This design comes from an exercise in tuning for small area, a short achievable clock period and few clock cycles per item on the open sky130 flow, not from production work.
Only simulation tests tie the RTL to the original design; equivalence was not proved.
Power figures rest on the tool's default switching activity, not on a simulated workload.

==> module rafter_sweep, before the edit <==
module rafter_sweep (
    input  wire         clk,
    input  wire         rst,
    input  wire         in_valid,
    output reg          in_ready,
    input  wire         first_pass,    
    input  wire         present,       
    input  wire [9:0]   p_i,           
    input  wire [15:0]  p_a,           
    input  wire [2:0]   p_h,           
    input  wire [31:0]  p_t,           
    input  wire [9:0]   ipeak,
    input  wire [31:0]  hold,
    input  wire [9:0]   decay,
    input  wire [3:0]   edge_count,    
    input  wire [63:0]  e_d,           
    input  wire [63:0]  e_a,           
    input  wire [63:0]  e_mask,        
    input  wire [87:0]  e_speed,       
    input  wire [79:0]  s_i,           
    input  wire [127:0] s_a,           
    input  wire [23:0]  s_h,           
    output reg          out_valid,
    input  wire         out_ready,
    output wire [9:0]   q_i,
    output wire [15:0]  q_a,
    output wire [2:0]   q_h,
    output wire [31:0]  q_t,
    output wire         refreshed
);
    function automatic gt10(input [9:0] a, input [9:0] b);
        integer i;
        reg     cy;
        begin
            cy = 1'b0;
            for (i = 0; i < 10; i = i + 1)
                cy = (a[i] & ~b[i]) | ((a[i] | ~b[i]) & cy);
            gt10 = cy;
        end
    endfunction
    wire [7:0]  pv_d;
    wire [79:0] c_d;
    wire [87:0] sa_lo_d;
    wire [7:0]  sa_hi_d;
    genvar g;
    generate
        for (g = 0; g < 8; g = g + 1) begin : edge_p
            wire [7:0]  a    = e_a[g*8 +: 8];
            wire [7:0]  mask = e_mask[g*8 +: 8];
            wire [9:0]  si   = s_i[g*10 +: 10];
            wire [2:0]  sh   = s_h[g*3 +: 3];
            wire [10:0] df   = {1'b0, si} - {3'b000, a};    
            assign pv_d[g]          = !present && (edge_count > g) && mask[sh] && !df[10];
            assign c_d[g*10 +: 10]  = df[9:0];
            assign sa_lo_d[g*11 +: 11] = s_a[g*16 +: 11];
            assign sa_hi_d[g]       = |s_a[g*16+11 +: 5];
        end
    endgenerate
    reg         v0;
    reg         r_first_pass, r_present;
    reg [9:0]   r_p_i;
    reg [15:0]  r_p_a;
    reg [2:0]   r_p_h;
    reg [31:0]  r_p_t;
    reg [9:0]   r_ipeak;
    reg [31:0]  r_hold;
    reg [9:0]   r_decay;
    reg [7:0]   r_pv;
    reg [79:0]  r_c;
    reg [63:0]  r_e_d;
    reg [87:0]  r_e_speed;
    reg [87:0]  r_s_a;         
    reg [7:0]   r_s_a_hi;      
    reg [23:0]  r_s_h;
    always @(posedge clk) begin
        v0           <= !rst && acc;
        r_first_pass <= first_pass;
        r_present    <= present;
        r_p_i        <= p_i;
        r_p_a        <= p_a;
        r_p_h        <= p_h;
        r_p_t        <= p_t;
        r_ipeak      <= ipeak;
        r_hold       <= hold;
        r_decay      <= decay;
        r_pv         <= pv_d;
        r_c          <= c_d;
        r_e_d        <= e_d;
        r_e_speed    <= e_speed;
        r_s_a        <= sa_lo_d;
        r_s_a_hi     <= sa_hi_d;
        r_s_h        <= s_h;
    end
    wire        inj     = r_first_pass && r_present && (r_p_i < r_ipeak);
    wire        t_zero  = (r_p_t == 32'd0);
    wire        do_dec  = r_first_pass && !r_present && !t_zero;
    wire        do_fade = r_first_pass && !r_present && t_zero;
    wire [9:0]  faded   = (r_p_i > r_decay) ? r_p_i - r_decay : 10'd0;
    wire [9:0]  i0      = inj ? r_ipeak : (do_fade ? faded : r_p_i);
    wire        h_clr   = do_fade && (faded == 10'd0);
    wire        t_hold0 = r_first_pass && r_present;
    wire [31:0] t0      = r_p_t - {31'd0, do_dec};
    wire [7:0]  v;
    wire [9:0]  c  [0:7];
    wire [2:0]  hh [0:7];
    generate
        for (g = 0; g < 8; g = g + 1) begin : edge_q
            wire        d_ok;
            rs_dcmp u_dcmp (
                .d   (r_e_d[g*8 +: 8]),
                .spd (r_e_speed[g*11 +: 11]),
                .sa  (r_s_a[g*11 +: 11]),
                .sa_hi (r_s_a_hi[g]),
                .ok  (d_ok)
            );
            assign v[g]  = r_pv[g] && d_ok && (r_c[g*10 +: 10] != 10'd0);
            assign c[g]  = r_c[g*10 +: 10];
            assign hh[g] = r_s_h[g*3 +: 3];
        end
    endgenerate
    wire [7:0] w;
    generate
        for (g = 0; g < 8; g = g + 1) begin : win
            wire [7:0] beat;
            genvar k;
            for (k = 0; k < 8; k = k + 1) begin : vs
                if (k < g)
                    assign beat[k] = !v[k] || gt10(c[g], c[k]);
                else if (k > g)
                    assign beat[k] = !v[k] || !gt10(c[k], c[g]);
                else
                    assign beat[k] = v[g];
            end
            assign w[g] = &beat;
        end
    endgenerate
    reg [9:0] mc;
    reg [2:0] mh;
    integer   j;
    always @(*) begin
        mc = 10'd0;
        mh = 3'd0;
        for (j = 0; j < 8; j = j + 1) begin
            mc = mc | ({10{w[j]}} & c[j]);
            mh = mh | ({3{w[j]}} & hh[j]);
        end
    end
    wire mv = |v;
    wire take = mv && gt10(mc, i0);
    wire sust = mv && !gt10(i0, mc);
    wire [61:0] res = {
        take ? mc : i0,
        (take || inj) ? 16'd0 : r_p_a,
        take ? mh : (h_clr ? 3'd0 : r_p_h),
        (sust || t_hold0) ? r_hold : t0,
        take || inj
    };
    reg [61:0] hd, s1, s2;
    reg [1:0]  cnt;
    wire       vq     = (cnt != 2'd0);                  
    wire       rdy    = !((cnt == 2'd3) || (cnt == 2'd2 && v0));   
    wire       deliver = vq && out_ready;
    wire       acc    = in_valid && rdy;
    wire [2:0] base   = {1'b0, cnt} + {2'd0, v0};
    wire [1:0] cnt_d  = base[1:0] - 2'd1;
    wire [1:0] cnt_n  = deliver ? cnt_d : base[1:0];
    wire       val_n  = deliver ? (base >= 3'd2) : (base != 3'd0);
    wire       rdy_d  = !acc || (base <= 3'd2);
    wire       rdy_k  = acc ? (base <= 3'd1) : (base <= 3'd2);
    wire       rdy_n  = deliver ? rdy_d : rdy_k;
    always @(posedge clk) begin
        if (!vq || out_ready)               hd <= (cnt >= 2'd2) ? s1 : res;
        if (out_ready || cnt <= 2'd1)       s1 <= (cnt == 2'd3) ? s2 : res;
        if (out_ready || cnt <= 2'd2)       s2 <= res;
    end
    always @(posedge clk) begin
        if (rst) begin
            cnt       <= 2'd0;
            out_valid <= 1'b0;
            in_ready  <= 1'b1;
        end else begin
            cnt       <= cnt_n;
            out_valid <= val_n;
            in_ready  <= rdy_n;
        end
    end
    assign {q_i, q_a, q_h, q_t, refreshed} = hd;
endmodule
clock: 40.0 ns
lec_check: 0
cap_margin: 20
core_margin: 2
core_utilization: 40
cts_cluster_diameter: 200
cts_cluster_size: 20
slew_margin: 20
synth_hierarchical: 1
synth_minimum_keep_size: 0
standard.sh (not shown) runs the stock make flow with config.mk's settings and CLKGATE_MAP_FILE= SYNTH_SCRIPT=/design/flow/synth_recipe.tcl, a recipe that flattens the netlist after the stock synthesis.
==> flow/flow/run.sh <==
#!/bin/bash
# The standard layout, with the port buffers made of the platform's
# smallest buffer (buf_1), and timing repair asked to leave 30.5 ns of setup
# slack at the design's 40 ns clock.
set -euo pipefail
export BUFFER_PORTS_ARGS="-buffer_cell sky130_fd_sc_hd__buf_1"
export SETUP_SLACK_MARGIN=30.5
export TNS_END_PERCENT=100
bash standard.sh > standard.log 2>&1
The starting point completed without violations.
Testbench counts at the start, summed over its fixed seeds: cycles 20,496, items 20,480.
Then changed:
--- a/flow/design.v
+++ b/flow/design.v
@@ -119,32 +119,39 @@
         end
     endgenerate
-    wire [7:0] w;
+    wire [3:0] r1, m1v;
     generate
-        for (g = 0; g < 8; g = g + 1) begin : win
-            wire [7:0] beat;
-            genvar k;
-            for (k = 0; k < 8; k = k + 1) begin : vs
-                if (k < g)
-                    assign beat[k] = !v[k] || gt10(c[g], c[k]);
-                else if (k > g)
-                    assign beat[k] = !v[k] || !gt10(c[k], c[g]);
-                else
-                    assign beat[k] = v[g];
-            end
-            assign w[g] = &beat;
+        for (g = 0; g < 4; g = g + 1) begin : lvl1
+            assign r1[g]  = v[2*g+1] && (!v[2*g] || gt10(c[2*g+1], c[2*g]));
+            assign m1v[g] = v[2*g] || v[2*g+1];
         end
     endgenerate
-    reg [9:0] mc;
-    reg [2:0] mh;
-    integer   j;
-    always @(*) begin
-        mc = 10'd0;
-        mh = 3'd0;
-        for (j = 0; j < 8; j = j + 1) begin
-            mc = mc | ({10{w[j]}} & c[j]);
-            mh = mh | ({3{w[j]}} & hh[j]);
+    wire [9:0] m2c [0:1];
+    wire [2:0] m2h [0:1];
+    wire [1:0] m2v;
+    generate
+        for (g = 0; g < 2; g = g + 1) begin : lvl2
+            wire [3:0] x;
+            assign x[0] = gt10(c[4*g+2], c[4*g]);
+            assign x[1] = gt10(c[4*g+2], c[4*g+1]);
+            assign x[2] = gt10(c[4*g+3], c[4*g]);
+            assign x[3] = gt10(c[4*g+3], c[4*g+1]);
+            wire       gtr = x[{r1[2*g+1], r1[2*g]}];
+            wire       r2  = m1v[2*g+1] && (!m1v[2*g] || gtr);
+            wire [3:0] pk;
+            assign pk[0] = !r2 && !r1[2*g];
+            assign pk[1] = !r2 &&  r1[2*g];
+            assign pk[2] =  r2 && !r1[2*g+1];
+            assign pk[3] =  r2 &&  r1[2*g+1];
+            assign m2c[g] = ({10{pk[0]}} & c[4*g])   | ({10{pk[1]}} & c[4*g+1]) |
+                            ({10{pk[2]}} & c[4*g+2]) | ({10{pk[3]}} & c[4*g+3]);
+            assign m2h[g] = ({3{pk[0]}} & hh[4*g])   | ({3{pk[1]}} & hh[4*g+1]) |
+                            ({3{pk[2]}} & hh[4*g+2]) | ({3{pk[3]}} & hh[4*g+3]);
+            assign m2v[g] = m1v[2*g] || m1v[2*g+1];
         end
-    end
-    wire mv = |v;
+    endgenerate
+    wire       r3  = m2v[1] && (!m2v[0] || gt10(m2c[1], m2c[0]));
+    wire [9:0] mc  = r3 ? m2c[1] : m2c[0];
+    wire [2:0] mh  = r3 ? m2h[1] : m2h[0];
+    wire       mv  = m2v[0] || m2v[1];
     wire take = mv && gt10(mc, i0);
     wire sust = mv && !gt10(i0, mc);
=> Cell count shrinks by 4.9%. Setup slack improves by 0.030 ns. Synthesized cell count decreases by 7.1%. Sequential cell count is unchanged. Global-route usage is lower by 2.4 points. Wire length goes down by 13%. Sequential share of layout area came out higher by 0.81 points. Non-clock buffer count rises by 9. Die area decreases by 3.8%. Utilization came out higher by 1.1 points. Sequential power went down by about 0.6%. Design area decreases by 2.0%.
Testbench counts after the change, summed over its fixed seeds: cycles 20,496, items 20,480.

[afterwards: timing with drivers on the ports]
The results above use ideal ports. As a check the final layouts listed here were re-extracted and re-timed, cells and wires unchanged.
Step 1 assumes that a clkbuf_16 drives the clock port and a buf_2 every other input.
Step 2 moves the port delays by t, midway between the first and last clock arrival at a register: inputs arrive t later, outputs are due t later. That takes back most of the time a late clock gives input paths.
a / b / c = ideal ports / drivers / drivers and shift; a / b = the first two.
run	t (ns)	setup slack, ns	worst setup path after step 2	worst data-port slew with drivers (ns)
the first run	0.707	30.545 / 30.602 / 29.895	input to register	0.26
the second run	0.710	30.575 / 30.555 / 29.845	input to register	0.25
After both steps setup and hold are still met in every run listed. For the second run, which loses most, drivers alone change the setup slack by -0.020 ns; drivers and shift together by -0.730 ns.
